This is an optimization exercise on Yosys and OpenROAD, whose aim is small area, a short achievable clock period and few clock cycles, not a production implementation. Function was checked by simulation only, so behaviour that the tests miss may differ from the original. No activity file was given, so power comes from the tool's default toggle rates.

north:
Design merge_buf, start of the top module:
module merge_buf (
    input  wire        clk,
    input  wire        rst,           
    input  wire        req_valid,
    output reg         req_ready,
    input  wire [1:0]  req_op,        
    input  wire [15:0] req_addr,      
    input  wire [63:0] req_wdata,
    input  wire [7:0]  req_wmask,     
    input  wire [7:0]  req_wpar,      
    output reg         rsp_valid,
    output reg  [63:0] rsp_data,
    output reg         rsp_poison,
    output reg         rsp_sbe,
    output reg         mem_en,
    output reg         mem_we,
    output reg  [15:0] mem_addr,
    output wire [71:0] mem_wdata,
    input  wire        mem_gnt,       
    input  wire [71:0] mem_rdata
);
Size in the first run: roughly 11000 um2 of cells after synthesis.
clock: 13.0 ns
lec_check: 0
cap_margin: 20
core_margin: 2
core_utilization: 25
cts_buf_list: sky130_fd_sc_hd__clkbuf_8
slew_margin: 20
standard.sh (not shown) runs the stock make flow with config.mk's settings and CLKGATE_MAP_FILE= SYNTH_SCRIPT=/design/flow/synth_recipe.tcl, a recipe that flattens the netlist after the stock synthesis.
==> flow/flow/run.sh <==
#!/bin/bash
# Standard layout, with plain buf_1 cells as the port buffers and timing repair aimed
# 6.5 ns below the clock period. make's full output goes to flow_make.log; ORFS's
# per-step logs stay under orfs/logs/.
set -euo pipefail
bash standard.sh "BUFFER_PORTS_ARGS=-buffer_cell sky130_fd_sc_hd__buf_1" "SETUP_SLACK_MARGIN=6.5" finish > flow_make.log 2>&1
Testbench counts of north, summed over its fixed seeds: cycles 133,595.
Input changes introduced in south (baseline for comparison: north):
Settings: putting CTS_CLUSTER_SIZE at 50 where nothing was set; clearing CTS_BUF_LIST, which used to be sky130_fd_sc_hd__clkbuf_8; putting CTS_CLUSTER_DIAMETER at 100 where nothing was set.
Results
- In south, the peak supply drop came out 0.0048 mV above the value in north.
- As far as final cycle utilization of the critical path is concerned, north and south perform about the same.
- Comparing south with north, the number of ordinary and repair buffers in the finished layout came out essentially unchanged.
- north and south ended up with roughly the same area of the multi-input gates.
- Of south and north, the lower static leakage belongs to north.
- Diff south and north: post-layout worst setup margin higher in north
- | portion of total power attributed to the clock network | lower: north |
- Looking at total power consumption of the routed design, south sits 0.14 mW above north.
Input-level comparison between east and south:
Settings: CTS_CLUSTER_SIZE: 50 -> unset; CTS_CLUSTER_DIAMETER: 100 -> unset.
## What came out
- east -> south: clock network contribution to total cell area delta 0, exact match
- Diff east..south | register share of the cell area | unchanged
- Going from south to east, worst slack after detailed placement essentially unchanged, number of clock buffer instances in the layout barely changed.
- Count of state elements after synthesis came out exactly the same in south and east.
## Diff of input files: west against east
==> flow/flow/run.sh <==
#!/bin/bash
# Standard layout, with plain buf_1 cells as the port buffers and timing repair aimed
# 7.0 ns below the clock period. make's full output goes to flow_make.log; ORFS's
# per-step logs stay under orfs/logs/.
set -euo pipefail
bash standard.sh "BUFFER_PORTS_ARGS=-buffer_cell sky130_fd_sc_hd__buf_1" "SETUP_SLACK_MARGIN=7.0" finish > flow_make.log 2>&1
Findings:
Relative to east, the non-clock buffer total of the final layout measured on west has increased by a few percent. west reached the end of the flow, and the finished layout is clean on the timing, DRC and antenna checks. Fraction of area in multi-input gates essentially unchanged between west and east. Finished layout cell area for west is higher than for east.

========
Setup of main:
Another version of the RTL of merge_buf (not shown whole).
Size: roughly 1,100 cells after synthesis, ~160 flip-flops, about 330 I/O pins, roughly 11,000 um^2 of cells after synthesis.
export LEC_CHECK = 0
export CAP_MARGIN = 20
export CORE_MARGIN = 2
export CORE_UTILIZATION = 25
export SLEW_MARGIN = 20
create_clock -name core_clock -period 13.0 [get_ports {clk}]
==> flow/flow/run.sh <==
#!/bin/bash
# Standard layout, with plain buf_1 cells as the port buffers and timing repair aimed
# 6.5 ns below the clock period. make's full output goes to flow_make.log; ORFS's
# per-step logs stay under orfs/logs/.
set -euo pipefail
bash standard.sh "BUFFER_PORTS_ARGS=-buffer_cell sky130_fd_sc_hd__buf_1" "SETUP_SLACK_MARGIN=6.5" finish > flow_make.log 2>&1
Testbench counts of main, summed over its fixed seeds: cycles 131,111.
> inputs changed (main -> the feature branch)
Settings: an added CTS_BUF_LIST of sky130_fd_sc_hd__clkbuf_8; a change of CORE_UTILIZATION from 25 to 60.
Notes after the runs:
- The feature branch vs main: chip width down
- Going from main to the feature branch, the largest fanout on the critical path was found to have gone up by 1.
- Against main, the final cell area of the feature branch is lower.
- Diff main..the feature branch | number of global-route vias before repair | negligible
- For the feature branch, the highest signal layer in the routed design was met4, unlike main, where it was met5.
- The feature branch completed end to end with timing, DRC and antenna clean.

## port drivers added, routing unchanged
Ports are ideal in the flow. The routed layouts listed here were re-timed in OpenROAD. Step 1, drivers: a clkbuf_16 drives clk and a buf_2 each remaining input, both assumed. Step 2, shift: input delay + t, output delay - t, t = (earliest + latest rising clock arrival at the registers) / 2. This alone moves slack from input paths to output paths. Three values: ideal, step 1, step 2; two values: the first two.
| run | shift t [ns] | slack for setup (ns) | worst setup path after step 2 |
|---|---|---|---|
| north | 0.564 | 6.450 / 6.423 / 6.127 | input to register |
| south | 0.510 | 6.439 / 6.411 / 6.130 | input to register |
| east | 0.510 | 6.439 / 6.411 / 6.130 | input to register |
| west | 0.510 | 6.505 / 6.467 / 6.467 | input to output |
| main | 0.537 | 6.509 / 6.466 / 6.118 | input to register |
| the feature branch | 0.514 | 6.396 / 6.361 / 6.173 | input to register |
After both steps every run listed still meets setup and hold. For main, which loses most, drivers alone change the setup slack by -0.043 ns; drivers and shift together by -0.391 ns.
